From an optimization exercise on the open Yosys and OpenROAD flow, aimed at small area, a short achievable clock period and few clock cycles per item; shortcuts taken in it are not production practice. Only simulation tests tie the RTL to the original design; equivalence was not proved.

==> design.v <==
module sx48_delta_engine (
    input  wire         clk,
    input  wire         rst,
    input  wire         in_valid,
    output wire         in_ready,
    input  wire [127:0] in_old,
    input  wire [127:0] in_new,
    input  wire [4:0]   in_n,         
    input  wire [3:0]   in_k,         
    input  wire [2:0]   in_m,         
    input  wire [3:0]   in_member,    
    input  wire [23:0]  in_unit,      
    output wire         out_valid,
    input  wire         out_ready,
    output wire         out_last,
    output wire [511:0] out_delta,    
    output wire [27:0]  out_stripe,
    output wire [3:0]   out_pos,
    output wire [15:0]  out_holder,   
    output wire [103:0] out_punit     
);
    reg        v0, v1, v2, v3;        
    reg        f1, f2, f3;            
    reg  [1:0] ibeat;                 
    reg  [1:0] obeat;                 
    wire accept  = in_valid & ~v3;
    wire ifirst  = (ibeat == 2'd0);
    wire r0_load = ~v0 | out_ready;   
    wire r1_load = ~v1 | r0_load;
    wire r2_load = ~v2 | r1_load;
    wire r3_load = ~v3 | r2_load;
    assign in_ready  = ~v3;
    assign out_valid = v0;
    assign out_last  = (obeat == 2'd3);
    always @(posedge clk) begin
        if (rst) begin
            v0    <= 1'b0;
            v1    <= 1'b0;
            v2    <= 1'b0;
            v3    <= 1'b0;
            ibeat <= 2'd0;
            obeat <= 2'd0;
        end else begin
            if (r0_load)
                v0 <= v1;
            if (r1_load)
                v1 <= v2;
            v2 <= r2_load ? (v3 | accept) : 1'b1;
            v3 <= ~r2_load & (v3 | accept);
            if (accept)
                ibeat <= ibeat + 2'd1;
            if (v0 & out_ready)
                obeat <= obeat + 2'd1;
        end
    end
    always @(posedge clk) begin
        if (r1_load)
            f1 <= f2;
        if (r2_load)
            f2 <= v3 ? f3 : ifirst;
        if (r3_load)
            f3 <= ifirst;
    end
    wire [127:0] din = in_old ^ in_new;
    reg  [127:0] r0, r1, r2, r3;
    always @(posedge clk) begin
        if (r0_load)
            r0 <= r1;
        if (r1_load)
            r1 <= r2;
        if (r2_load)
            r2 <= v3 ? r3 : din;
        if (r3_load)
            r3 <= din;
    end
    reg [23:0] hdr_u;
    reg [3:0]  hdr_k;
    reg [4:0]  hdr_n;
    reg [2:0]  hdr_m;
    reg [3:0]  hdr_i;
    always @(posedge clk) begin
        if (ifirst) begin
            hdr_u <= in_unit;
            hdr_k <= in_k;
            hdr_n <= in_n;
            hdr_m <= in_m;
            hdr_i <= in_member;
        end
    end
    task automatic div4(input [3:0] r, input [1:0] b, input [3:0] k,
                        output [1:0] d, output [3:0] rn);
        reg [5:0] t, k1, k2, k3;
        reg c1, c2, c3;
        begin
            t  = {r, b};
            k1 = {2'd0, k};
            k2 = {1'b0, k, 1'b0};
            k3 = k1 + k2;
            c1 = t >= k1;
            c2 = t >= k2;
            c3 = t >= k3;
            d  = {c2, c3 | (c1 & ~c2)};
            rn = c2 ? (c3 ? t - k3 : t - k2) : (c1 ? t - k1 : t);
        end
    endtask
    reg  [15:0] da_q;
    reg  [3:0]  da_r;
    integer st;
    always @(*) begin
        da_r = 4'd0;
        for (st = 11; st >= 4; st = st - 1)
            div4(da_r, hdr_u[2*st +: 2], hdr_k, da_q[2*st-8 +: 2], da_r);
    end
    reg [15:0] mid_q;
    reg [3:0]  mid_r;
    reg [7:0]  mid_u;
    reg [3:0]  mid_k;
    reg [4:0]  mid_n;
    reg [2:0]  mid_m;
    reg [3:0]  mid_i;
    always @(posedge clk) begin
        if (r1_load & v2 & f2) begin
            mid_q <= da_q;
            mid_r <= da_r;
            mid_u <= hdr_u[7:0];
            mid_k <= hdr_k;
            mid_n <= hdr_n;
            mid_m <= hdr_m;
            mid_i <= hdr_i;
        end
    end
    reg  [7:0]  db_q;
    reg  [3:0]  pl_j;
    always @(*) begin
        pl_j = mid_r;
        for (st = 3; st >= 0; st = st - 1)
            div4(pl_j, mid_u[2*st +: 2], mid_k, db_q[2*st +: 2], pl_j);
    end
    wire [23:0] pl_q  = {mid_q, db_q};
    wire [4:0]  pl_d  = {1'b0, mid_i} - {1'b0, pl_j};
    wire [4:0]  pl_b  = pl_d[4] ? pl_d + mid_n : pl_d;
    wire [27:0] pl_s  = pl_q * mid_n + pl_b;
    wire [25:0] pl_q3 = {2'd0, pl_q} + {1'b0, pl_q, 1'b0};
    wire [25:0] pl_qm = mid_m[2]        ? {pl_q, 2'b00} :
                        mid_m[1:0] == 2'd3 ? pl_q3 :
                        mid_m[1]        ? {1'b0, pl_q, 1'b0} : {2'd0, pl_q};
    reg  [3:0]  pl_h [0:3];
    reg  [5:0]  pl_t;
    integer p;
    always @(*) begin
        for (p = 0; p < 4; p = p + 1) begin
            pl_t = pl_b + mid_k + p;
            pl_h[p] = (pl_t >= mid_n) ? pl_t - mid_n : pl_t;
        end
    end
    reg [27:0] res_s;
    reg [3:0]  res_j;
    reg [13:0] res_jh;                
    reg [15:0] res_h;
    reg [25:0] res_qm;
    reg [3:1]  res_e;                 
    always @(posedge clk) begin
        if (r0_load & v1 & f1) begin
            res_s  <= pl_s;
            res_j  <= pl_j;
            for (p = 0; p < 14; p = p + 1)
                res_jh[p] <= (pl_j == p);
            res_qm <= pl_qm;
            res_e  <= {mid_m > 3'd3, mid_m > 3'd2, mid_m > 3'd1};
            res_h  <= {mid_m > 3'd3 ? pl_h[3] : 4'd0,
                       mid_m > 3'd2 ? pl_h[2] : 4'd0,
                       mid_m > 3'd1 ? pl_h[1] : 4'd0,
                       pl_h[0]};
        end
    end
    assign out_stripe = res_s;
    assign out_pos    = res_j;
    assign out_holder = res_h;
    assign out_punit  = {res_e[3] ? {res_qm[25:2], 2'd3} : 26'd0,
                         res_e[2] ? res_qm + 26'd2 : 26'd0,
                         res_e[1] ? res_qm + 26'd1 : 26'd0,
                         res_qm};
    wire [383:0] sel;                 
    sx48_gf_sel u_sel (.jh(res_jh), .e(res_e), .sel(sel));
    assign out_delta[127:0] = r0;
    wire [63:0] pxor;
    sx48_pair_xor u_pxor (.d(r0), .x(pxor));
    genvar gp, gc, gr, gh;
    generate
        for (gp = 1; gp < 4; gp = gp + 1) begin : lane
            for (gc = 0; gc < 16; gc = gc + 1) begin : byte_
                wire [7:0] d = r0[8*gc +: 8];
                wire [3:0] dx = pxor[4*gc +: 4];
                for (gr = 0; gr < 8; gr = gr + 1) begin : bit_
                    wire [3:0] term;
                    for (gh = 0; gh < 4; gh = gh + 1) begin : pair
                        wire [2:0] s = sel[96*gp + 12*gr + 3*gh +: 3];
                        assign term[gh] = (s[0] & d[2*gh])
                                        | (s[1] & d[2*gh+1])
                                        | (s[2] & dx[gh]);
                    end
                    assign out_delta[128*gp + 8*gc + gr] = ^term;
                end
            end
        end
    endgenerate
endmodule
module sx48_gf_sel (
    input  wire [13:0]  jh,
    input  wire [3:1]   e,
    output wire [383:0] sel
);
    localparam [64*42-1:0] MATS = {
        64'h5a2d964b7f6568b4,  
        64'hc763b158ebb21e8f,  
        64'h8241a0502a170904,  
        64'h178b452206945d2e,  
        64'h379bcde6c4d5dd6e,  
        64'hd5eaf5faa80155aa,  
        64'h8743a1d06f301f0f,  
        64'hedf67bbdb3b4b7db,  
        64'h7ebf5f2fe90afbfd,  
        64'h1d0e07039cd3743a,  
        64'h83c1e0703b1e0c06,  
        64'h7f3f1f0ff803feff,  
        64'h81c06030190d0703,  
        64'h5badd66b6e6c6db6,  
        64'hbd5eafd75696f67b,  
        64'hc964b2d925db2492,  
        64'hf2f9fcfe0d74c8e4,  
        64'h7ebf5f2fe90afbfd,  
        64'h4c26934968f83098,  
        64'hedf67bbdb3b4b7db,  
        64'ha4d2e9749e6b9148,  
        64'h8241a0502a170904,  
        64'hf47a3d1e7b49d0e8,  
        64'hd5eaf5faa80155aa,  
        64'h2a95cae55806a954,  
        64'h81c06030190d0703,  
        64'h361b8dc6d5dcd86c,  
        64'h7f3f1f0ff803feff,  
        64'h8b452211834a2e17,  
        64'h6e379bcd88aabbdd,  
        64'h5a2d964b7f6568b4,  
        64'h198c46a3c8fd6733,  
        64'h7cbedf6fcb19f0f8,  
        64'h653299cc03e497cb,  
        64'h2b158ac5490fac56,  
        64'h69341a0def9ea6d3,  
        64'h854221904d23140a,  
        64'hc964b2d925db2492,  
        64'h7ebf5f2fe90afbfd,  
        64'hedf67bbdb3b4b7db,  
        64'h8241a0502a170904,  
        64'hd5eaf5faa80155aa   
    };
    assign sel[95:0] = 96'd0;
    genvar gp, gr, gh;
    generate
        for (gp = 1; gp < 4; gp = gp + 1) begin : lane
            for (gr = 0; gr < 8; gr = gr + 1) begin : bit_
                for (gh = 0; gh < 4; gh = gh + 1) begin : pair
                    reg [2:0] s;
                    integer jj;
                    always @(*) begin
                        s = 3'd0;
                        for (jj = 0; jj < 14; jj = jj + 1)
                            if (jh[jj])
                                s = s | {MATS[64*(14*(gp-1) + jj) + 8*gr + 2*gh] & MATS[64*(14*(gp-1) + jj) + 8*gr + 2*gh + 1],
                                         ~MATS[64*(14*(gp-1) + jj) + 8*gr + 2*gh] & MATS[64*(14*(gp-1) + jj) + 8*gr + 2*gh + 1],
                                         MATS[64*(14*(gp-1) + jj) + 8*gr + 2*gh] & ~MATS[64*(14*(gp-1) + jj) + 8*gr + 2*gh + 1]};
                    end
                    assign sel[96*gp + 12*gr + 3*gh +: 3] = e[gp] ? s : 3'd0;
                end
            end
        end
    endgenerate
endmodule
module sx48_pair_xor (
    input  wire [127:0] d,
    output wire [63:0]  x
);
    genvar g;
    generate
        for (g = 0; g < 64; g = g + 1) begin : pair
            assign x[g] = d[2*g] ^ d[2*g+1];
        end
    endgenerate
endmodule
==> flow/run.sh <==
#!/bin/bash
# Layout flow: the standard layout (standard.sh, unchanged synthesis) with
# two changes in how the layout is made:
#  - the port buffers are sky130_fd_sc_hd__buf_2 cells (BUFFER_PORTS_ARGS);
#  - timing repair aims for a setup slack margin of 69 ns at the design's
#    90 ns clock, so it sizes and buffers the logic as for a ~21 ns period.
# The constraints (constraint.sdc) and the clock period are the design's.
# make's full output goes to flow_make.log here; ORFS writes each step's log
# under orfs/logs/.
set -euo pipefail
bash standard.sh \
  SETUP_SLACK_MARGIN=69 \
  "BUFFER_PORTS_ARGS=-buffer_cell sky130_fd_sc_hd__buf_2" \
  finish > flow_make.log 2>&1
==> standard.sh <==
#!/bin/bash
# synth_recipe.tcl (not shown) runs the flow's synth.tcl, then flattens the netlist and writes it again
# the make line also repeats each setting of config.mk as NAME=value (left out here)
make -C /OpenROAD-flow-scripts/flow DESIGN_CONFIG=/design/flow/config.mk WORK_HOME=/design/flow/orfs CLKGATE_MAP_FILE= SYNTH_SCRIPT=/design/flow/synth_recipe.tcl "${@:-finish}"
==> config.mk <==
export PLATFORM = sky130hd
export DESIGN_NAME = sx48_delta_engine
export DESIGN_NICKNAME = sx48_delta_engine
export VERILOG_FILES = /design/flow/design.v
export SDC_FILE = /design/flow/constraint.sdc
export NUM_CORES = 8
export LEC_CHECK = 0
export CAP_MARGIN = 20
export CORE_MARGIN = 2
export CORE_UTILIZATION = 55
export PLACE_DENSITY = 0.65
export SLEW_MARGIN = 20
export SYNTH_HIERARCHICAL = 1
export SYNTH_MINIMUM_KEEP_SIZE = 0
==> constraint.sdc <==
create_clock -name core_clock -period 90.0 [get_ports {clk}]
set_input_delay 18.0000 -clock core_clock [delete_from_list [all_inputs] [get_ports {clk}]]
set_output_delay 18.0000 -clock core_clock [all_outputs]
set_load 0.01 [all_outputs]
==> summary.txt, run 1 <==
Outcome
  – Outcome: did not finish
  – Stopped at: global routing
  – Err: [ERROR GRT-0232] Routing congestion too high. Check the congestion heatmap in the GUI.

Placed design
  – Place WS: roughly 68000 ps
  – IO Port Bufs: roughly 970
  – Placer congestion estimate: around 1.1
  – DP HPWL: approximately 260000 µm

Global routing
  – Total track usage: approximately 72%
  – Largest net degree at the start of global routing: a little under 70
  – Total gr overflow: 1

Floorplanning
  – Die X-Extent: between 300 and 400 µm
  – Die Ht: 362 µm
  – I/O pin count: 967
  – # rows: around 130
  – Initial Utilization: between 50% and 60%

Synth
  – Synth Warn #: 9
  – Synth Cell Area: just over 0.07 mm²
  – Synthesized Nets: ~7700
  – Mean Syn Cell Area: a little over 10 µm²
  – Mapped Cells: 6981

Clock network
  – Maximum clock path buffer count: 3
  – Root Driver: clkbuf_16
  – CTS H-tree depth: 3
  – Post-CTS Hold Buffers: 0
  – TritonCTS buffer count: 75
[worst max-delay path by stage]
stage,slack [ps],depth (start not counted),from,end
2_1_floorplan,66610,3,out_ready,res_e[1]$_DFFE_PP_
3_3_place_gp,67860,7,res_e[2]$_DFFE_PP_,out_delta[299]
3_5_place_dp,67980,6,res_e[2]$_DFFE_PP_,out_delta[291]
4_1_cts,68580,8,res_jh[6]$_DFFE_PP_,out_delta[255]
[per-layer routing]
layer / global-route usage (%) / overflow
met5: 48.0 / 0
met4: 63.5 / 1
met3: 61.2 / 0
met2: 82.6 / 0
met1: 76.6 / 0
[metrics by stage]
stage          hold WS (ps)  cells  instance area (µm²)
4_1_cts                 409   9515                88800
3_5_place_dp            405   9003                77300
3_3_place_gp            400   9002                77200
2_1_floorplan           400   6981                70400
[repair_timing]
| action | 4_1_cts |
|---|---|
| buffers inserted | 285 |
| gates resized for setup | 907 |
| setup endpoints to repair | 398 |
| pin swaps | 790 |
| cloned | 91 |
Testbench counts, summed over its fixed seeds: cycles 9,624, lines 2,400.
==> inputs of run 2 (changes only) <==
--- a/design.v
+++ b/design.v
@@ -62,10 +62,11 @@
             f3 <= ifirst;
     end
     wire [127:0] din = in_old ^ in_new;
-    reg  [127:0] r0, r1, r2, r3;
+    reg  [127:0] r1, r2, r3;
+    reg  [511:0] r0;                  
     always @(posedge clk) begin
         if (r0_load)
-            r0 <= r1;
+            r0 <= scaled;
         if (r1_load)
             r1 <= r2;
         if (r2_load)
@@ -153,20 +154,20 @@
             pl_h[p] = (pl_t >= mid_n) ? pl_t - mid_n : pl_t;
         end
     end
+    wire [3:1]   pl_e  = {mid_m > 3'd3, mid_m > 3'd2, mid_m > 3'd1};
+    wire [103:0] pl_pu = {pl_e[3] ? {pl_qm[25:2], 2'd3} : 26'd0,
+                          pl_e[2] ? pl_qm + 26'd2 : 26'd0,
+                          pl_e[1] ? pl_qm + 26'd1 : 26'd0,
+                          pl_qm};
     reg [27:0] res_s;
     reg [3:0]  res_j;
-    reg [13:0] res_jh;                
     reg [15:0] res_h;
-    reg [25:0] res_qm;
-    reg [3:1]  res_e;                 
+    reg [103:0] res_pu;
     always @(posedge clk) begin
         if (r0_load & v1 & f1) begin
             res_s  <= pl_s;
             res_j  <= pl_j;
-            for (p = 0; p < 14; p = p + 1)
-                res_jh[p] <= (pl_j == p);
-            res_qm <= pl_qm;
-            res_e  <= {mid_m > 3'd3, mid_m > 3'd2, mid_m > 3'd1};
+            res_pu <= pl_pu;
             res_h  <= {mid_m > 3'd3 ? pl_h[3] : 4'd0,
                        mid_m > 3'd2 ? pl_h[2] : 4'd0,
                        mid_m > 3'd1 ? pl_h[1] : 4'd0,
@@ -176,20 +177,22 @@
     assign out_stripe = res_s;
     assign out_pos    = res_j;
     assign out_holder = res_h;
-    assign out_punit  = {res_e[3] ? {res_qm[25:2], 2'd3} : 26'd0,
-                         res_e[2] ? res_qm + 26'd2 : 26'd0,
-                         res_e[1] ? res_qm + 26'd1 : 26'd0,
-                         res_qm};
+    assign out_punit  = res_pu;
+    reg  [13:0]  pl_jh;               
+    always @(*)
+        for (p = 0; p < 14; p = p + 1)
+            pl_jh[p] = (pl_j == p);
     wire [383:0] sel;                 
-    sx48_gf_sel u_sel (.jh(res_jh), .e(res_e), .sel(sel));
-    assign out_delta[127:0] = r0;
+    sx48_gf_sel u_sel (.jh(pl_jh), .e(pl_e), .sel(sel));
+    wire [511:0] scaled;
+    assign scaled[127:0] = r1;
     wire [63:0] pxor;
-    sx48_pair_xor u_pxor (.d(r0), .x(pxor));
+    sx48_pair_xor u_pxor (.d(r1), .x(pxor));
     genvar gp, gc, gr, gh;
     generate
         for (gp = 1; gp < 4; gp = gp + 1) begin : lane
             for (gc = 0; gc < 16; gc = gc + 1) begin : byte_
-                wire [7:0] d = r0[8*gc +: 8];
+                wire [7:0] d = r1[8*gc +: 8];
                 wire [3:0] dx = pxor[4*gc +: 4];
                 for (gr = 0; gr < 8; gr = gr + 1) begin : bit_
                     wire [3:0] term;
@@ -199,11 +202,12 @@
                                         | (s[1] & d[2*gh+1])
                                         | (s[2] & dx[gh]);
                     end
-                    assign out_delta[128*gp + 8*gc + gr] = ^term;
+                    assign scaled[128*gp + 8*gc + gr] = ^term;
                 end
             end
         end
     endgenerate
+    assign out_delta = r0;
 endmodule
 module sx48_gf_sel (
     input  wire [13:0]  jh,
==> flow/run.sh (replaced) <==
#!/bin/bash
# Layout flow: the standard layout (standard.sh, unchanged synthesis) with
# these changes in how the layout is made:
#  - the port buffers are sky130_fd_sc_hd__buf_2 cells (BUFFER_PORTS_ARGS);
#  - the pins keep at least 3 routing tracks apart (PLACE_PINS_ARGS), which
#    eases routing next to the die edges;
#  - clock tree synthesis clusters up to 20 flip-flops within 80 um on each
#    leaf buffer (CTS_ARGS), for a shallower, smaller tree of the same cells;
#  - timing repair aims for a setup slack margin of 70 ns at the design's
#    90 ns clock, so it builds the buffer trees of the high-fanout enables
#    for speed rather than only for slew.
# The constraints (constraint.sdc) and the clock period are the design's.
# make's full output goes to flow_make.log here; ORFS writes each step's log
# under orfs/logs/.
set -euo pipefail
bash standard.sh \
  SETUP_SLACK_MARGIN=70 \
  "BUFFER_PORTS_ARGS=-buffer_cell sky130_fd_sc_hd__buf_2" \
  "PLACE_PINS_ARGS=-min_distance 3 -min_distance_in_tracks" \
  "CTS_ARGS=-sink_clustering_enable -repair_clock_nets -sink_clustering_size 20 -sink_clustering_max_diameter 80 -buf_list sky130_fd_sc_hd__clkbuf_16" \
  finish > flow_make.log 2>&1
--- a/config.mk
+++ b/config.mk
@@ -7,8 +7,8 @@
 export LEC_CHECK = 0
 export CAP_MARGIN = 20
 export CORE_MARGIN = 2
-export CORE_UTILIZATION = 55
-export PLACE_DENSITY = 0.65
+export CORE_UTILIZATION = 35
+export PLACE_DENSITY = 0.45
 export SLEW_MARGIN = 20
 export SYNTH_HIERARCHICAL = 1
 export SYNTH_MINIMUM_KEEP_SIZE = 0
==> summary.txt, run 2 <==
Floorplanning
  – Area of the core: about 0.24 mm²
  – # rows: between 150 and 200
  – Die X-Extent: between 400 and 500 µm
  – Initial Utilization: 35.1%
  – Die area: approximately 0.25 mm²
  – Die Ht: 495 µm
  – I/O pin count: about 970

Placed design
  – Placer congestion estimate: approximately 0.95
  – IO Port Bufs: between 900 and 1000
  – DP HPWL: 303000 µm

STA
  – Actual slew at the worst max-slew pin: around 1400 ps
  – Slew Limit Fails: 0
  – Endpoints failing setup: 0
  – Tcrit/Tclk final: between 20% and 30%
  – Final setup TNS: 0 ps
  – Final setup skew: approximately 66 ps
  – Endpoints failing hold: 0
  – RSZ-0062 raised after global routing: no
  – Fmax: 50.3 MHz
  – Tmin final: around 20000 ps
  – Rel. slew slack: around 7.8%

Setup path
  – Critical Path Sink Type: register
  – Worst path required time: 90440 ps
  – Critical path type: input pin to register
  – Startpoint types: input pin
  – Worst Path Arrival: slightly above 20000 ps
  – Worst-path fanout max: 67

Detailed routing
  – Total Wirelength: 459000 µm
  – Routed wire per std cell: ~40 µm
  – Drt pass-1 iters: 22
  – Iter 0 DRT Violations: between 20000 and 25000
  – Routed Antenna Nets: 0
  – # DRC: 0
  – Total number of vias: around 80000
  – DR vias/cell: between 7 and 8

Final layout
  – Max FFs per register: just over 500
  – Area grow syn2layout: 14.3%
  – Post-layout util: 40.2%
  – Share of cells above drive strength 1: a little under a quarter
  – Top reg by flops: r0
  – Commonest non-fill, non-tap cell in the layout: a222oi_1
  – Commonest cells after routing, fill and taps aside: a222oi_1 (1536), edfxtp_1 (1134), buf_2 (966)
  – Nets: 8684

Synth
  – Mapped Cells: between 7000 and 8000
  – Mean Syn Cell Area: approximately 11 µm²
  – Synthesized Nets: around 8200
  – Synth Cell Area: between 0.08 and 0.09 mm²
  – Synth Warn #: 9

Clock network
  – Reg clk slew, reported paths: approximately 80 ps
  – CTS Sinks: between 1000 and 1500
  – Maximum clock path buffer count: 3
  – CTS tree: done
  – Root Driver: clkbuf_16
  – TritonCTS buffer count: 85
  – Post-CTS Hold Buffers: 0
  – Post-CTS setup buffers: 0
  – Worst skew pair latency: a little under 800 ps
  – CTS H-tree depth: 3

Hold path
  – Worst Hold Class: register to register

Global routing
  – Initial antenna violation count: 36
  – Total track usage: 35.3%
  – Vias in the first global route: about 75000
  – First-pass GRT wire length: 616000 µm
  – Total gr overflow: 0
  – Largest net degree at the start of global routing: 80

Outcome
  – Outcome: timing/DRC/antenna clean

Flow run
  – Max cap viols: 0
==> run 2: worst paths after layout <==
check                           from                   to  slack (ps)  cells after the start
setup / recovery           out_ready    r0[411]$_DFFE_PP_       70140                      9
hold / removal     r2[100]$_DFFE_PN_    r1[100]$_DFFE_PP_         410                      0
setup reg to reg  mid_k[2]$_DFFE_PP_  res_s[27]$_DFFE_PP_       71070                     72
hold reg to reg    r2[100]$_DFFE_PN_    r1[100]$_DFFE_PP_         410                      0
==> run 2: worst max-delay path: stages <==
cell        delay [ps]
buf_2              120
nor2b_4             80
clkinvlp_4          70
buf_6              310
buf_16             290
buf_12             310
buf_12             300
buf_16             250
buf_16             330
==> run 2: final cells by class <==
cell class                 count  area, µm²
antenna                       20       50.0
multi-input combinational   5124      46200
timing repair buffer        1380       8250
clock inverter                46        603
clock buffer                  88       2200
inverter                     263        996
fill                       23200     144000
sequential                  1142      34200
tap                         3185       3990
==> run 2: what timing repair did <==
action | in CTS | in global routing
gates cloned | 0 | 1
endpoints found under the hold margin | 0 | 0
endpoints found under the setup margin | 383 | 166
resized for setup | 27 | 8
==> run 2: stage by stage <==
stage | setup slack [ps] | cell area (µm²) | cells | hold WS, ps
final | 70140 | 96500 | 11200 | 415
after global routing | 70010 | 96500 | 11200 | 426
after CTS | 70010 | 96300 | 11200 | 421
after detailed placement | 67180 | 93400 | 11100 | 405
after global placement | 67270 | 93200 | 11100 | 401
after floorplan | 62050 | 84400 | 7544 | 400
==> run 2: metal layers <==
metal | up-vias | global-route usage [%] | wire length [µm]
met1 | 39500 | 45.7 | 173000
li1 | 31500 | - | -
met4 | 25 | 17.0 | 29900
met3 | 1650 | 12.7 | 63000
met2 | 7390 | 52.0 | 192000
met5 | - | 1.12 | 330
Testbench counts of run 2, summed over its fixed seeds: cycles 9,624, lines 2,400.
==> inputs of run 3 (changes only) <==
--- a/flow/run.sh
+++ b/flow/run.sh
@@ -4,8 +4,11 @@
 #  - the port buffers are sky130_fd_sc_hd__buf_2 cells (BUFFER_PORTS_ARGS);
 #  - the pins keep at least 3 routing tracks apart (PLACE_PINS_ARGS), which
 #    eases routing next to the die edges;
+#  - global routing reserves more of met1 and met2 for pin access
+#    (flow/fastroute.tcl in place of the platform's), which eases detailed
+#    routing;
 #  - clock tree synthesis clusters up to 20 flip-flops within 80 um on each
-#    leaf buffer (CTS_ARGS), for a shallower, smaller tree of the same cells;
+#    leaf buffer (CTS_ARGS), for a smaller tree of the same cells;
 #  - timing repair aims for a setup slack margin of 70 ns at the design's
 #    90 ns clock, so it builds the buffer trees of the high-fanout enables
 #    for speed rather than only for slew.
@@ -13,9 +16,11 @@
 # make's full output goes to flow_make.log here; ORFS writes each step's log
 # under orfs/logs/.
 set -euo pipefail
+here=$(pwd)
 bash standard.sh \
   SETUP_SLACK_MARGIN=70 \
   "BUFFER_PORTS_ARGS=-buffer_cell sky130_fd_sc_hd__buf_2" \
   "PLACE_PINS_ARGS=-min_distance 3 -min_distance_in_tracks" \
+  "FASTROUTE_TCL=$here/flow/fastroute.tcl" \
   "CTS_ARGS=-sink_clustering_enable -repair_clock_nets -sink_clustering_size 20 -sink_clustering_max_diameter 80 -buf_list sky130_fd_sc_hd__clkbuf_16" \
   finish > flow_make.log 2>&1
==> flow/fastroute.tcl (new file) <==
# Global routing: reserve more of met1 and met2 for pin access, so the
# global router sends more of the wiring to the upper layers.
set_global_routing_layer_adjustment met1 0.45
set_global_routing_layer_adjustment met2 0.35
set_global_routing_layer_adjustment met3-$::env(MAX_ROUTING_LAYER) 0.2

set_routing_layers -clock $::env(MIN_CLK_ROUTING_LAYER)-$::env(MAX_ROUTING_LAYER)
set_routing_layers -signal $::env(MIN_ROUTING_LAYER)-$::env(MAX_ROUTING_LAYER)
--- a/config.mk
+++ b/config.mk
@@ -6,9 +6,9 @@
 export NUM_CORES = 8
 export LEC_CHECK = 0
 export CAP_MARGIN = 20
-export CORE_MARGIN = 2
+export CORE_MARGIN = 4
 export CORE_UTILIZATION = 35
-export PLACE_DENSITY = 0.45
+export PLACE_DENSITY = 0.4
 export SLEW_MARGIN = 20
 export SYNTH_HIERARCHICAL = 1
 export SYNTH_MINIMUM_KEEP_SIZE = 0
==> summary.txt, run 3 <==
Placed design
  – Placer congestion estimate: between 0.9 and 1
  – Post-Place Cells: about 11000
  – DP HPWL: 314000 µm
  – IO Port Bufs: about 970

Floorplanning
  – Area of the core: 0.240 mm²
  – # rows: 180
  – Die X-Extent: 499 µm
  – Initial Utilization: a little over a third
  – Die area: 0.249 mm²
  – Die Ht: approximately 500 µm
  – I/O pin count: a little under 1000

Detailed routing
  – # DRC: 0
  – Drt pass-1 iters: 22
  – Iter 0 DRT Violations: ~15000
  – Total Wirelength: roughly 470000 µm
  – Total number of vias: about 79000
  – Routed Antenna Nets: 0
  – Routed wire per std cell: ~42 µm
  – DR vias/cell: about 7

Synth
  – Synth Cell Area: ~0.084 mm²
  – Synthesized Nets: 8232
  – Mean Syn Cell Area: approximately 11 µm²
  – Synth Warn #: 9
  – Mapped Cells: around 7500

Clock network
  – Maximum clock path buffer count: 3
  – TritonCTS buffer count: 83
  – CTS Sinks: roughly 1100
  – Post-CTS Hold Buffers: 0
  – CTS tree: done
  – Worst skew pair latency: roughly 800 ps
  – Reg clk slew, reported paths: ~80 ps
  – CTS H-tree depth: 3
  – Root Driver: clkbuf_16

Final layout
  – Commonest cells after routing, fill and taps aside: a222oi_1 (1536), edfxtp_1 (1134), buf_2 (966)
  – Non-Filler Instances: ~11000
  – Area grow syn2layout: 14.8%
  – Area of the multi-input gates: approximately 0.047 mm²
  – Top reg by flops: r0
  – Commonest non-fill, non-tap cell in the layout: a222oi_1
  – Fillers: ~23000
  – Max FFs per register: approximately 510
  – Share of cells above drive strength 1: between 20% and 30%
  – Nets: 8686
  – Reg area: 0.0342 mm²

Global routing
  – First-pass GRT wire length: roughly 640000 µm
  – Initial antenna violation count: 52
  – Total gr overflow: 0
  – Vias in the first global route: between 80000 and 90000
  – Largest net degree at the start of global routing: between 100 and 150
  – Total track usage: ~43%

STA
  – Final setup skew: ~63 ps
  – Tmin final: 19910 ps
  – Final setup TNS: 0 ps
  – Fmax: between 50 and 60 MHz
  – Rel. slew slack: under 10%
  – Actual slew at the worst max-slew pin: roughly 1400 ps
  – Endpoints failing hold: 0
  – RSZ-0062 raised after global routing: yes
  – Slew Limit Fails: 0
  – Endpoints failing setup: 0
  – Tcrit/Tclk final: 22.1%

Setup path
  – Worst-path fanout max: between 80 and 90
  – Worst Path Arrival: around 20000 ps
  – Critical path, cell by cell: buf_2 > nor2b_4 > clkinvlp_4 > and3_4 > buf_4 > buf_6
  – Max incr delay on CP: 680 ps
  – Critical Path Sink Type: register
  – Worst path required time: roughly 90000 ps
  – Slowest cell on crit path: buf_4
  – Critical path type: input pin to register
  – Startpoint types: input pin

Flow run
  – Max cap viols: 0

Outcome
  – Outcome: timing/DRC/antenna clean

Hold path
  – Worst Hold Class: register to register
[run 3: worst paths after layout]
kind                      start                       end  slack [ps]  cells past startpoint
min             r2[7]$_DFFE_PN_           r1[7]$_DFFE_PP_         410                      0
max reg2reg  mid_k[2]$_DFFE_PP_       res_s[27]$_DFFE_PP_       71490                     78
max                   out_ready  res_pu[67]$_SDFFCE_PN0P_       70090                      6
min reg2reg     r2[7]$_DFFE_PN_           r1[7]$_DFFE_PP_         410                      0
[run 3: routing by layer]
metal | GRT usage [%] | wire, µm | part of all wire (%)
met5 | 5.09 | 1190 | 0.25
met2 | 59.7 | 187000 | 40
met4 | 30.0 | 42900 | 9.1
met1 | 57.7 | 172000 | 36
met3 | 24.6 | 69500 | 15
[run 3: repair_timing]
item | CTS | global route
gates cloned | 0 | 1
setup buffers | 0 | 9
setup endpoints to repair | 273 | 144
resized for setup | 16 | 7
[run 3: worst max-delay path: cells and delay by family]
| kind | cells | cell delay (ps) |
|---|---|---|
| simple gates | 2 | 400 |
| buf+inv | 4 | 1660 |
[run 3: final cells by class]
type,instances,share of cell area (%)
antenna,25,0.0646
multi-input combinational,5124,48.2
clock buffer,85,2.20
tap,3185,4.11
timing repair buffer,1384,8.42
sequential,1142,35.3
clock inverter,46,0.621
inverter,263,1.04
[run 3: metrics by stage]
stage | setup WS, ps | utilization, % | hold WS (ps) | cell area, µm²
2_1_floorplan | 62050 | - | 400 | 84400
3_3_place_gp | 68120 | 39.0 | 401 | 93700
3_5_place_dp | 68130 | 39.1 | 405 | 93800
4_1_cts | 70090 | 40.2 | 401 | 96600
5_1_grt | 69970 | 40.3 | 410 | 96900
6_report | 70090 | 40.3 | 410 | 96900
==> inputs of run 4 (changes only) <==
--- a/design.v
+++ b/design.v
@@ -20,6 +20,7 @@
     output wire [103:0] out_punit     
 );
     reg        v0, v1, v2, v3;        
+    reg        rdy;                   
     reg        f1, f2, f3;            
     reg  [1:0] ibeat;                 
     reg  [1:0] obeat;                 
@@ -29,7 +30,7 @@
     wire r1_load = ~v1 | r0_load;
     wire r2_load = ~v2 | r1_load;
     wire r3_load = ~v3 | r2_load;
-    assign in_ready  = ~v3;
+    assign in_ready  = rdy;
     assign out_valid = v0;
     assign out_last  = (obeat == 2'd3);
     always @(posedge clk) begin
@@ -38,6 +39,7 @@
             v1    <= 1'b0;
             v2    <= 1'b0;
             v3    <= 1'b0;
+            rdy   <= 1'b1;
             ibeat <= 2'd0;
             obeat <= 2'd0;
         end else begin
@@ -47,6 +49,7 @@
                 v1 <= v2;
             v2 <= r2_load ? (v3 | accept) : 1'b1;
             v3 <= ~r2_load & (v3 | accept);
+            rdy <= r2_load | ~(v3 | accept);
             if (accept)
                 ibeat <= ibeat + 2'd1;
             if (v0 & out_ready)
--- a/flow/run.sh
+++ b/flow/run.sh
@@ -9,7 +9,7 @@
 #    routing;
 #  - clock tree synthesis clusters up to 20 flip-flops within 80 um on each
 #    leaf buffer (CTS_ARGS), for a smaller tree of the same cells;
-#  - timing repair aims for a setup slack margin of 70 ns at the design's
+#  - timing repair aims for a setup slack margin of 70.35 ns at the design's
 #    90 ns clock, so it builds the buffer trees of the high-fanout enables
 #    for speed rather than only for slew.
 # The constraints (constraint.sdc) and the clock period are the design's.
@@ -18,7 +18,7 @@
 set -euo pipefail
 here=$(pwd)
 bash standard.sh \
-  SETUP_SLACK_MARGIN=70 \
+  SETUP_SLACK_MARGIN=70.35 \
   "BUFFER_PORTS_ARGS=-buffer_cell sky130_fd_sc_hd__buf_2" \
   "PLACE_PINS_ARGS=-min_distance 3 -min_distance_in_tracks" \
   "FASTROUTE_TCL=$here/flow/fastroute.tcl" \
==> summary.txt, run 4 <==
Clock network
  – Worst skew pair latency: roughly 760 ps
  – Maximum clock path buffer count: 3
  – CTS tree: done
  – TritonCTS buffer count: 78
  – CTS Sinks: ~1100
  – Reg clk slew, reported paths: around 80 ps
  – Post-CTS Hold Buffers: 0
  – Root Driver: clkbuf_16
  – CTS H-tree depth: 3

STA
  – Tmin final: 19640 ps
  – PnR worst setup slack: 70360 ps
  – Rel. slew slack: 9.75%
  – Endpoints failing hold: 0
  – Tcrit/Tclk final: 21.8%
  – Final setup TNS: 0 ps
  – Actual slew at the worst max-slew pin: about 1300 ps
  – Final setup skew: approximately 43 ps
  – Endpoints failing setup: 0
  – Slew Limit Fails: 0
  – RSZ-0062 raised after global routing: yes
  – Fmax: roughly 50 MHz

Global routing
  – Total track usage: 43.8%
  – Vias in the first global route: 82100
  – First-pass GRT wire length: 649000 µm
  – Largest net degree at the start of global routing: 81
  – Initial antenna violation count: between 40 and 50
  – Total gr overflow: 0

Setup path
  – Critical Path Sink Type: register
  – R2R Setup Slk: 71500 ps
  – Startpoint types: input pin
  – Critical path type: input pin to register
  – Worst Path Arrival: about 20000 ps
  – Worst path required time: 90370 ps
  – Worst-path fanout max: 65

Detailed routing
  – Routed Antenna Nets: 0
  – Total number of vias: between 70000 and 80000
  – # DRC: 0
  – Iter 0 DRT Violations: 15400
  – DR vias/cell: 7.02
  – Routed wire per std cell: between 40 and 50 µm
  – Total Wirelength: 473000 µm
  – Drt pass-1 iters: 21

Final layout
  – Commonest non-fill, non-tap cell in the layout: a222oi_1
  – Commonest cells after routing, fill and taps aside: a222oi_1 (1536), edfxtp_1 (1134), buf_2 (965)
  – Fillers: 23100
  – Nets: around 8700
  – Top reg by flops: r0
  – Max FFs per register: around 510
  – Area grow syn2layout: 14.7%
  – Share of cells above drive strength 1: between 20% and 30%

Synth
  – Synth Warn #: 9
  – Mapped Cells: between 7000 and 8000
  – Mean Syn Cell Area: between 10 and 15 µm²
  – Synth Cell Area: ~0.084 mm²
  – Synthesized Nets: 8215

Floorplanning
  – Initial Utilization: between 30% and 40%
  – Die area: approximately 0.25 mm²
  – Area of the core: roughly 0.24 mm²
  – # rows: about 180
  – I/O pin count: 967
  – Die Ht: around 500 µm
  – Die X-Extent: 498 µm

Placed design
  – Placer congestion estimate: just under 1
  – IO Port Bufs: 966
  – Place WS: 67080 ps
  – DP HPWL: ~310000 µm

Outcome
  – Outcome: timing/DRC/antenna clean

Hold path
  – Worst Hold Class: register to register

Flow run
  – Max cap viols: 0
## run 4: area by class of cell
class	instances	area (µm²)	area share [%]
clock buffers	80	2000	2.07
clock inverters	50	440	0.456
inverters	256	968	1.00
repair buffers	1389	8350	8.65
multi-input cells	5107	46500	48.2
diodes	32	80.1	0.0829
repair inverters	1	5.00	0.00518
flip-flops and latches	1143	34200	35.5
well taps	3167	3960	4.10
## run 4: what timing repair did
action | 4_1_cts | 5_1_grt
gates resized for setup | 25 | 11
setup endpoints to repair | 566 | 221
cloned | 6 | 1
buffers inserted | 3 | 5
## run 4: final timing paths
path,from,to,cells past startpoint
setup reg to reg,mid_k[2]$_DFFE_PP_,res_s[27]$_DFFE_PP_,70
hold / removal,hdr_u[6]$_DFFE_PP_,mid_u[6]$_DFFE_PP_,0
setup / recovery,out_ready,r3[80]$_DFFE_PP_,7
hold reg to reg,hdr_u[6]$_DFFE_PP_,mid_u[6]$_DFFE_PP_,0
## run 4: layer usage
layer  GRT usage [%]  part of all wire (%)
met3            26.2                    15
met2            60.6                    40
met1            57.1                    36
met5            4.75                  0.20
met4            29.6                   8.8
## run 4: stage by stage
step                instance area (µm²)  hold WS, ps  utilization, %  std cells
finish                            96500          407            40.5      11200
global placement                  93400          400            39.2      11000
global route                      96500          419            40.5      11200
floorplan                         84200          400               -       7527
detailed placement                93500          405            39.2      11000
CTS                               96200          408            40.3      11200
## run 4: critical path: stages
cell and delay [ps]:
buf_2 130, nor2b_4 60, buf_4 150, buf_4 150, nand4_1 120, buf_4 570, buf_6 610
Testbench counts of run 4, summed over its fixed seeds: cycles 9,624, lines 2,400.
==> inputs of run 5 (changes only) <==
--- a/config.mk
+++ b/config.mk
@@ -5,10 +5,10 @@
 export SDC_FILE = /design/flow/constraint.sdc
 export NUM_CORES = 8
 export LEC_CHECK = 0
-export CAP_MARGIN = 20
+export CAP_MARGIN = 10
 export CORE_MARGIN = 4
 export CORE_UTILIZATION = 35
 export PLACE_DENSITY = 0.4
-export SLEW_MARGIN = 20
+export SLEW_MARGIN = 10
 export SYNTH_HIERARCHICAL = 1
 export SYNTH_MINIMUM_KEEP_SIZE = 0
==> summary.txt, run 5 <==
Setup path
  – Critical Path Sink Type: register
  – Slowest cell on crit path: bufbuf_16
  – Kind of cell adding the most delay to the critical path: buffers and inverters
  – WP buf/inv: 7
  – Startpoint types: input pin
  – Critical path type: input pin to register
  – Max incr delay on CP: 340 ps
  – Worst-path fanout max: 59
  – Worst path required time: between 90000 and 100000 ps
  – Crit path top cell by count: buf_16
  – Critical path, cell by cell: buf_2 > nor2b_4 > clkinvlp_4 > buf_16 > buf_16 > buf_16 > buf_16 > bufbuf_16
  – Worst Path Arrival: 20140 ps

Detailed routing
  – Total number of vias: slightly below 80000
  – Top routing layer in use: met5
  – Routed Antenna Nets: 0
  – Met2 WL: ~190000 µm
  – # DRC: 0
  – Metal-1 WL: 169000 µm
  – DR vias/cell: 7.03
  – Total Wirelength: 472000 µm
  – Iter 0 DRT Violations: between 15000 and 20000
  – Routed wire per std cell: 42.0 µm
  – Drt pass-1 iters: 22
  – Met3 wire length: just over 70000 µm

Clock network
  – TritonCTS buffer count: between 70 and 80
  – Root Driver: clkbuf_16
  – Reg clk slew, reported paths: 90 ps
  – CTS Sinks: roughly 1100
  – Worst skew pair latency: 760 ps
  – Maximum clock path buffer count: 3
  – CTS H-tree depth: 3
  – CTS tree: done

Synth
  – Mapped Cells: roughly 7500
  – Synth Warn #: 9
  – Mean Syn Cell Area: about 11 µm²
  – Synthesized Nets: 8215
  – Synth Cell Area: 0.0842 mm²

STA
  – Tmin final: around 20000 ps
  – Final setup TNS: 0 ps
  – PnR worst setup slack: 70350 ps
  – Final setup skew: ~42 ps
  – Slew Limit Fails: 4
  – RSZ-0062 raised after global routing: no
  – Tcrit/Tclk final: between 20% and 30%
  – Fmax: 50.9 MHz
  – Endpoints failing setup: 0
  – Actual slew at the worst max-slew pin: approximately 1600 ps
  – Rel. slew slack: -9.19%
  – Endpoints failing hold: 0

Global routing
  – Total track usage: a little over two fifths
  – First-pass GRT wire length: about 650000 µm
  – Largest net degree at the start of global routing: 81
  – Total gr overflow: 0
  – Initial antenna violation count: 60
  – Vias in the first global route: about 83000

Floorplanning
  – # rows: 179
  – Initial Utilization: about a third
  – I/O pin count: about 970
  – Die Ht: 498 µm
  – Area of the core: 0.239 mm²
  – Die area: approximately 0.25 mm²
  – Die X-Extent: roughly 500 µm

Final layout
  – Nets: between 8000 and 9000
  – Max FFs per register: between 500 and 600
  – Non-Filler Instances: ~11000
  – Share of cells above drive strength 1: a little under a quarter
  – Area grow syn2layout: 14.7%
  – Commonest non-fill, non-tap cell in the layout: a222oi_1
  – Post-layout util: between 40% and 50%
  – Commonest cells after routing, fill and taps aside: a222oi_1 (1536), edfxtp_1 (1134), buf_2 (965)
  – Final Cell Area: around 0.097 mm²
  – Top reg by flops: r0

Flow run
  – Max cap viols: 1

Hold path
  – Worst Hold Class: register to register

Placed design
  – Placer congestion estimate: between 0.9 and 1
  – Area after DPL: 0.0934 mm²
  – Post-Place Cells: between 10000 and 15000
  – IO Port Bufs: approximately 970
  – Place WS: ~67000 ps
  – DP HPWL: roughly 310000 µm

Outcome
  – Layout check failures: max-capacitance violations, max-slew violations
  – Outcome: finished with violations
-- run 5: metal layers --
metal  vias to the layer above  GRT usage, %
met5                         -          4.42
met4                        50          28.5
met3                      1875          26.2
met2                      6785          61.3
met1                     38800          57.3
li1                      31300             -
-- run 5: cell type report --
type | instances | area (µm²)
Fill cell | 23100 | 142000
Multi-Input combinational cell | 5107 | 46500
Sequential cell | 1143 | 34200
Timing Repair Buffer | 1383 | 8250
Tap cell | 3167 | 3960
Clock buffer | 80 | 2000
Inverter | 256 | 968
Clock inverter | 46 | 536
Antenna cell | 37 | 92.6
Timing Repair inverter | 1 | 5.00
-- run 5: timing repair --
item | in CTS | in global routing
gates resized for setup | 25 | 15
endpoints found under the hold margin | 0 | 0
gates cloned | 5 | 1
setup endpoints to repair | 521 | 293
pin swaps | 0 | 0
setup buffers | 4 | 4
hold buffers | 0 | 0
-- run 5: worst paths after layout --
path | end | depth (start not counted) | slack [ps] | from
worst max-delay path | r0[363]$_DFFE_PP_ | 8 | 70350 | out_ready
worst min-delay path | mid_u[6]$_DFFE_PP_ | 0 | 410 | hdr_u[6]$_DFFE_PP_
worst min register to register | mid_u[6]$_DFFE_PP_ | 0 | 410 | hdr_u[6]$_DFFE_PP_
worst max register to register | res_s[27]$_DFFE_PP_ | 70 | 71570 | mid_k[2]$_DFFE_PP_
-- run 5: per-stage QoR --
| stage | hold WS (ps) |
|---|---|
| 2_1_floorplan | 400 |
| 3_3_place_gp | 400 |
| 3_5_place_dp | 405 |
| 4_1_cts | 416 |
| 5_1_grt | 421 |
| 6_report | 410 |
==> inputs of run 6 (changes only) <==
--- a/design.v
+++ b/design.v
@@ -117,20 +117,10 @@
     end
     reg [15:0] mid_q;
     reg [3:0]  mid_r;
-    reg [7:0]  mid_u;
-    reg [3:0]  mid_k;
-    reg [4:0]  mid_n;
-    reg [2:0]  mid_m;
-    reg [3:0]  mid_i;
     always @(posedge clk) begin
         if (r1_load & v2 & f2) begin
             mid_q <= da_q;
             mid_r <= da_r;
-            mid_u <= hdr_u[7:0];
-            mid_k <= hdr_k;
-            mid_n <= hdr_n;
-            mid_m <= hdr_m;
-            mid_i <= hdr_i;
         end
     end
     reg  [7:0]  db_q;
@@ -138,42 +128,44 @@
     always @(*) begin
         pl_j = mid_r;
         for (st = 3; st >= 0; st = st - 1)
-            div4(pl_j, mid_u[2*st +: 2], mid_k, db_q[2*st +: 2], pl_j);
+            div4(pl_j, hdr_u[2*st +: 2], hdr_k, db_q[2*st +: 2], pl_j);
     end
     wire [23:0] pl_q  = {mid_q, db_q};
-    wire [4:0]  pl_d  = {1'b0, mid_i} - {1'b0, pl_j};
-    wire [4:0]  pl_b  = pl_d[4] ? pl_d + mid_n : pl_d;
-    wire [27:0] pl_s  = pl_q * mid_n + pl_b;
+    wire [4:0]  pl_d  = {1'b0, hdr_i} - {1'b0, pl_j};
+    wire [4:0]  pl_b  = pl_d[4] ? pl_d + hdr_n : pl_d;
+    wire [27:0] pl_s  = pl_q * hdr_n + pl_b;
     wire [25:0] pl_q3 = {2'd0, pl_q} + {1'b0, pl_q, 1'b0};
-    wire [25:0] pl_qm = mid_m[2]        ? {pl_q, 2'b00} :
-                        mid_m[1:0] == 2'd3 ? pl_q3 :
-                        mid_m[1]        ? {1'b0, pl_q, 1'b0} : {2'd0, pl_q};
+    wire [25:0] pl_qm = hdr_m[2]        ? {pl_q, 2'b00} :
+                        hdr_m[1:0] == 2'd3 ? pl_q3 :
+                        hdr_m[1]        ? {1'b0, pl_q, 1'b0} : {2'd0, pl_q};
     reg  [3:0]  pl_h [0:3];
     reg  [5:0]  pl_t;
     integer p;
     always @(*) begin
         for (p = 0; p < 4; p = p + 1) begin
-            pl_t = pl_b + mid_k + p;
-            pl_h[p] = (pl_t >= mid_n) ? pl_t - mid_n : pl_t;
-        end
-    end
-    wire [3:1]   pl_e  = {mid_m > 3'd3, mid_m > 3'd2, mid_m > 3'd1};
+            pl_t = pl_b + hdr_k + p;
+            pl_h[p] = (pl_t >= hdr_n) ? pl_t - hdr_n : pl_t;
+        end
+    end
+    wire [3:1]   pl_e  = {hdr_m > 3'd3, hdr_m > 3'd2, hdr_m > 3'd1};
     wire [103:0] pl_pu = {pl_e[3] ? {pl_qm[25:2], 2'd3} : 26'd0,
                           pl_e[2] ? pl_qm + 26'd2 : 26'd0,
                           pl_e[1] ? pl_qm + 26'd1 : 26'd0,
                           pl_qm};
     reg [27:0] res_s;
     reg [3:0]  res_j;
+    reg [3:1]  res_e;                 
     reg [15:0] res_h;
     reg [103:0] res_pu;
     always @(posedge clk) begin
         if (r0_load & v1 & f1) begin
             res_s  <= pl_s;
             res_j  <= pl_j;
+            res_e  <= pl_e;
             res_pu <= pl_pu;
-            res_h  <= {mid_m > 3'd3 ? pl_h[3] : 4'd0,
-                       mid_m > 3'd2 ? pl_h[2] : 4'd0,
-                       mid_m > 3'd1 ? pl_h[1] : 4'd0,
+            res_h  <= {hdr_m > 3'd3 ? pl_h[3] : 4'd0,
+                       hdr_m > 3'd2 ? pl_h[2] : 4'd0,
+                       hdr_m > 3'd1 ? pl_h[1] : 4'd0,
                        pl_h[0]};
         end
     end
@@ -181,12 +173,14 @@
     assign out_pos    = res_j;
     assign out_holder = res_h;
     assign out_punit  = res_pu;
-    reg  [13:0]  pl_jh;               
+    wire [3:0]   gf_j = f1 ? pl_j : res_j;
+    wire [3:1]   gf_e = f1 ? pl_e : res_e;
+    reg  [13:0]  gf_jh;               
     always @(*)
         for (p = 0; p < 14; p = p + 1)
-            pl_jh[p] = (pl_j == p);
+            gf_jh[p] = (gf_j == p);
     wire [383:0] sel;                 
-    sx48_gf_sel u_sel (.jh(pl_jh), .e(pl_e), .sel(sel));
+    sx48_gf_sel u_sel (.jh(gf_jh), .e(gf_e), .sel(sel));
     wire [511:0] scaled;
     assign scaled[127:0] = r1;
     wire [63:0] pxor;
--- a/config.mk
+++ b/config.mk
@@ -5,10 +5,10 @@
 export SDC_FILE = /design/flow/constraint.sdc
 export NUM_CORES = 8
 export LEC_CHECK = 0
-export CAP_MARGIN = 10
+export CAP_MARGIN = 20
 export CORE_MARGIN = 4
 export CORE_UTILIZATION = 35
 export PLACE_DENSITY = 0.4
-export SLEW_MARGIN = 10
+export SLEW_MARGIN = 20
 export SYNTH_HIERARCHICAL = 1
 export SYNTH_MINIMUM_KEEP_SIZE = 0
==> summary.txt, run 6 <==
Clock network
  – Worst skew pair latency: approximately 800 ps
  – Post-CTS Hold Buffers: 0
  – Root Driver: clkbuf_16
  – CTS tree: done
  – Reg clk slew, reported paths: approximately 90 ps
  – Maximum clock path buffer count: 3
  – CTS H-tree depth: 3
  – TritonCTS buffer count: between 80 and 90
  – CTS Sinks: 1121

Flow run
  – Max cap viols: 0

Synth
  – Mean Syn Cell Area: ~11 µm²
  – Mapped Cells: ~7500
  – Synthesized Nets: 8167
  – Synth Cell Area: approximately 0.084 mm²
  – Synth Warn #: 9

Floorplanning
  – Die Ht: around 500 µm
  – I/O pin count: between 900 and 1000
  – Area of the core: between 0.2 and 0.25 mm²
  – # rows: around 180
  – Die area: about 0.25 mm²
  – Initial Utilization: around a third
  – Die X-Extent: slightly below 500 µm

Setup path
  – Max incr delay on CP: roughly 740 ps
  – Worst path required time: approximately 72000 ps
  – Critical R2R Launch: hdr_k[1]$_DFFE_PP_
  – Critical path type: register to primary output
  – Critical path, cell by cell: buf_2
  – Kind of cell adding the most delay to the critical path: flip-flops
  – Worst-path fanout max: 1
  – Critical Path Start: r0[244]$_DFFE_PP_
  – Worst Path Arrival: ~1800 ps
  – Critical Path Sink Type: primary output
  – Slowest cell on crit path: edfxtp_1
  – WP buf/inv: 1
  – Startpoint types: register

Final layout
  – Share of cells above drive strength 1: between 20% and 30%
  – Area of the multi-input gates: 0.0467 mm²
  – Reg area: 0.0336 mm²
  – Commonest cells after routing, fill and taps aside: a222oi_1 (1537), edfxtp_1 (1112), buf_2 (961)
  – Commonest non-fill, non-tap cell in the layout: a222oi_1
  – Fillers: 23000
  – Post-layout util: between 40% and 50%
  – Max FFs per register: slightly above 500
  – Area grow syn2layout: 15.2%
  – Nets: approximately 8600
  – Top reg by flops: r0

Detailed routing
  – # DRC: 0
  – Total number of vias: approximately 79000
  – Routed wire per std cell: around 42 µm
  – Routed Antenna Nets: 0
  – Total Wirelength: ~470000 µm
  – DR vias/cell: roughly 7
  – Iter 0 DRT Violations: between 15000 and 20000
  – Drt pass-1 iters: 21

Outcome
  – Outcome: timing/DRC/antenna clean

Global routing
  – Vias in the first global route: a little over 80000
  – Initial antenna violation count: 61
  – Largest net degree at the start of global routing: 134
  – First-pass GRT wire length: 653000 µm
  – Total gr overflow: 0
  – Total track usage: between 40 and 50%

STA
  – Endpoints failing setup: 0
  – Final setup skew: 67.0 ps
  – Tmin final: 19770 ps
  – Actual slew at the worst max-slew pin: 1270 ps
  – Tcrit/Tclk final: roughly 22%
  – RSZ-0062 raised after global routing: yes
  – Rel. slew slack: 14.9%
  – Fmax: roughly 50 MHz
  – Endpoints failing hold: 0
  – Final setup TNS: 0 ps
  – PnR worst setup slack: between 70000 and 80000 ps
  – Slew Limit Fails: 0

Hold path
  – Worst Hold Class: register to register
  – Hold Path Origin: r2[65]$_DFFE_PN_

Placed design
  – Placer congestion estimate: between 0.9 and 1
  – IO Port Bufs: 966
  – DP HPWL: 307000 µm
  – Place WS: about 67000 ps
## run 6: cell count changes in the layout (fill, tap and decap cells not counted), sizes merged, moves of 11 or more
cell    change
a21oi      +17
buf        +17
edfxtp     -22
inv        -11
xor2       +13
## run 6: layer usage
| metal | track usage (%) | up-vias | wire length (µm) |
|---|---|---|---|
| li1 | - | 31300 | - |
| met1 | 57.6 | 38500 | 169000 |
| met2 | 60.3 | 6969 | 186000 |
| met3 | 26.6 | 1909 | 73700 |
| met4 | 30.8 | 70 | 43700 |
| met5 | 4.71 | - | 1100 |
## run 6: timing repair
action                     in CTS  in global routing
pin swaps                       1                  0
buffers inserted                5                  6
cloned                          1                  1
gates resized for setup        23                 10
setup endpoints to repair     547                167
## run 6: cell type report
cell class / count / share of cell area [%]
Clock inverter: 50 / 0.759
Antenna cell: 33 / 0.0857
Timing Repair Buffer: 1396 / 8.66
Multi-Input combinational cell: 5107 / 48.4
Clock buffer: 83 / 2.15
Timing Repair inverter: 1 / 0.00519
Tap cell: 3167 / 4.11
Inverter: 242 / 0.960
Sequential cell: 1121 / 34.8
## run 6: metrics by stage
stage / instance area [µm²] / hold slack [ps] / cells
global placement: 93100 / 400 / 11000
finish: 96400 / 413 / 11200
global route: 96400 / 418 / 11200
floorplan: 83700 / 400 / 7485
detailed placement: 93100 / 405 / 11000
CTS: 96100 / 405 / 11200
## run 6: final timing paths
check,to,slack (ps),cells after the start
worst min-delay path,r1[65]$_DFFE_PP_,410,0
worst max register to register,res_s[26]$_DFFE_PP_,71710,70
worst min register to register,r1[65]$_DFFE_PP_,410,0
worst max-delay path,out_delta[244],70230,1
Testbench counts of run 6, summed over its fixed seeds: cycles 9,624, lines 2,400.
==> inputs of run 7 (changes only) <==
--- a/flow/run.sh
+++ b/flow/run.sh
@@ -1,7 +1,8 @@
 #!/bin/bash
 # Layout flow: the standard layout (standard.sh, unchanged synthesis) with
 # these changes in how the layout is made:
-#  - the port buffers are sky130_fd_sc_hd__buf_2 cells (BUFFER_PORTS_ARGS);
+#  - the port buffers are sky130_fd_sc_hd__buf_1 cells (BUFFER_PORTS_ARGS),
+#    which timing repair may size up;
 #  - the pins keep at least 3 routing tracks apart (PLACE_PINS_ARGS), which
 #    eases routing next to the die edges;
 #  - global routing reserves more of met1 and met2 for pin access
@@ -19,7 +20,7 @@
 here=$(pwd)
 bash standard.sh \
   SETUP_SLACK_MARGIN=70.35 \
-  "BUFFER_PORTS_ARGS=-buffer_cell sky130_fd_sc_hd__buf_2" \
+  "BUFFER_PORTS_ARGS=-buffer_cell sky130_fd_sc_hd__buf_1" \
   "PLACE_PINS_ARGS=-min_distance 3 -min_distance_in_tracks" \
   "FASTROUTE_TCL=$here/flow/fastroute.tcl" \
   "CTS_ARGS=-sink_clustering_enable -repair_clock_nets -sink_clustering_size 20 -sink_clustering_max_diameter 80 -buf_list sky130_fd_sc_hd__clkbuf_16" \
==> summary.txt, run 7 <==
Floorplanning
  – Initial Utilization: around a third
  – Die X-Extent: between 400 and 500 µm
  – I/O pin count: around 970
  – Area of the core: roughly 0.24 mm²
  – Die area: 0.247 mm²
  – # rows: between 150 and 200
  – Die Ht: between 400 and 500 µm

STA
  – RSZ-0062 raised after global routing: yes
  – Tmin final: between 15000 and 20000 ps
  – Fmax: around 51 MHz
  – Final setup skew: 65.9 ps
  – Rel. slew slack: approximately 16%
  – Actual slew at the worst max-slew pin: about 1300 ps
  – Tcrit/Tclk final: 21.9%
  – Final setup TNS: 0 ps
  – Slew Limit Fails: 0
  – Endpoints failing hold: 0
  – Endpoints failing setup: 0

Final layout
  – Nets: around 8600
  – Share of cells above drive strength 1: roughly an eighth
  – Commonest cells after routing, fill and taps aside: a222oi_1 (1537), edfxtp_1 (1112), buf_1 (962)
  – Area grow syn2layout: 13.5%
  – Max FFs per register: 512
  – Top reg by flops: r0
  – Final Cell Area: between 0.09 and 0.1 mm²
  – Fillers: around 23000
  – Commonest non-fill, non-tap cell in the layout: a222oi_1
  – Area of the multi-input gates: about 0.047 mm²
  – Reg area: between 0.03 and 0.04 mm²

Setup path
  – Reg-to-reg endpoint: res_s[26]$_DFFE_PP_
  – R2R depth: 72
  – Slowest cell on crit path: edfxtp_1
  – Critical Path Sink Type: primary output
  – Critical path, cell by cell: buf_1
  – Max incr delay on CP: between 600 and 700 ps
  – Worst-path fanout max: 1
  – Startpoint types: register
  – Critical R2R Launch: hdr_k[0]$_DFFE_PP_
  – WP buf/inv: 1
  – Critical path type: register to primary output
  – Kind of cell adding the most delay to the critical path: flip-flops
  – Worst Path Arrival: about 1700 ps
  – Worst path required time: ~72000 ps
  – R2R Setup Slk: around 70000 ps

Placed design
  – DP HPWL: 308000 µm
  – Placer congestion estimate: about 1
  – Area after DPL: roughly 0.092 mm²
  – IO Port Bufs: 966

Clock network
  – CTS tree: done
  – CTS Sinks: approximately 1100
  – Maximum clock path buffer count: 3
  – Root Driver: clkbuf_16
  – TritonCTS buffer count: 81
  – CTS H-tree depth: 3
  – Reg clk slew, reported paths: 90 ps
  – Post-CTS Hold Buffers: 0
  – Worst skew pair latency: roughly 790 ps
  – Post-CTS setup buffers: 0

Detailed routing
  – Drt pass-1 iters: 20
  – DR vias/cell: between 7 and 8
  – Total number of vias: around 78000
  – Iter 0 DRT Violations: roughly 16000
  – # DRC: 0
  – Routed wire per std cell: 42.1 µm
  – Total Wirelength: 470000 µm
  – Routed Antenna Nets: 0

Synth
  – Synthesized Nets: around 8200
  – Synth Warn #: 9
  – Mapped Cells: 7485
  – Synth Cell Area: around 0.084 mm²
  – Mean Syn Cell Area: around 11 µm²

Outcome
  – Outcome: timing/DRC/antenna clean

Global routing
  – Initial antenna violation count: 52
  – Total gr overflow: 0
  – First-pass GRT wire length: 649000 µm
  – Total track usage: 43.9%
  – Largest net degree at the start of global routing: about 140
  – Vias in the first global route: approximately 81000

Flow run
  – Max cap viols: 0

Hold path
  – Hold Path Origin: r2[125]$_DFFE_PN_
  – Worst Hold Class: register to register
  – Hold path depth: 0
  – Endpoint of the worst hold path: r1[125]$_DFFE_PP_
==> run 7: what timing repair did <==
item,in CTS,in global routing
endpoints found under the setup margin,587,472
cloned,1,3
gates resized for setup,21,26
hold endpoints to repair,0,0
==> run 7: final cells by class <==
type	count	share of cell area, %
Multi-Input combinational cell	5107	49.2
Sequential cell	1121	35.4
Timing Repair Buffer	1380	7.50
Tap cell	3167	4.17
Clock buffer	82	2.16
Inverter	242	0.981
Clock inverter	48	0.562
Antenna cell	27	0.0712
==> run 7: per-layer routing <==
metal	up-vias	GRT usage [%]	wire, µm
met4	60	28.7	40600
met2	6720	60.8	187000
met5	-	5.58	1390
met1	38600	59.5	172000
li1	31300	-	-
met3	1711	24.1	69500
==> run 7: worst max path at each step <==
stage / from / end / slack (ps) / cells past startpoint
floorplan: out_ready / res_e[1]$_DFFE_PP_ / 62040 / 3
global placement: out_ready / r0[399]$_DFFE_PP_ / 68150 / 7
detailed placement: out_ready / r0[424]$_DFFE_PP_ / 68080 / 7
CTS: out_ready / r0[408]$_DFFE_PP_ / 70270 / 7
global route: r0[212]$_DFFE_PP_ / out_delta[212] / 70270 / 1
finish: r0[212]$_DFFE_PP_ / out_delta[212] / 70330 / 1
==> run 7: through the flow <==
step / setup slack [ps] / hold slack (ps) / utilization (%) / std cells
after global routing: 70270 / 412 / 39.9 / 11200
after CTS: 70270 / 409 / 39.8 / 11100
after floorplan: 62040 / 400 / - / 7485
after detailed placement: 68080 / 405 / 38.6 / 11000
after global placement: 68150 / 401 / 38.6 / 11000
final: 70330 / 411 / 39.9 / 11200

## static timing again, ports no longer ideal
How much do the figures lean on ideal ports? The routed layouts below were timed once more, with nothing changed but the port constraints. Step 1 sets driving cells, clkbuf_16 on the clock port and buf_2 on the other inputs (assumed; they add their load-dependent delay and slew). Step 2 moves the port delays by t, midway between the first and last clock arrival at a register: inputs arrive t later, outputs are due t later. That takes back most of the time a late clock gives input paths. Slacks: no drivers / after step 1 / after step 2; pairs: no drivers / after step 1.
run | t, ns | slack for setup (ns) | hold WS [ns]
run 2 | 0.870 | 70.136 / 70.214 / 69.344 | 0.415 / 0.415 / 0.415
run 3 | 0.873 | 70.093 / 70.181 / 69.308 | 0.410 / 0.410 / 0.410
run 4 | 0.843 | 70.360 / 70.356 / 69.597 | 0.407 / 0.407 / 0.407
run 5 | 0.848 | 70.354 / 70.316 / 69.584 | 0.410 / 0.410 / 0.410
run 6 | 0.883 | 70.228 / 70.123 / 69.623 | 0.413 / 0.413 / 0.413
run 7 | 0.858 | 70.326 / 70.229 / 69.712 | 0.411 / 0.411 / 0.411
For run 2, which loses most, drivers alone change the setup slack by +0.078 ns; drivers and shift together by -0.792 ns.
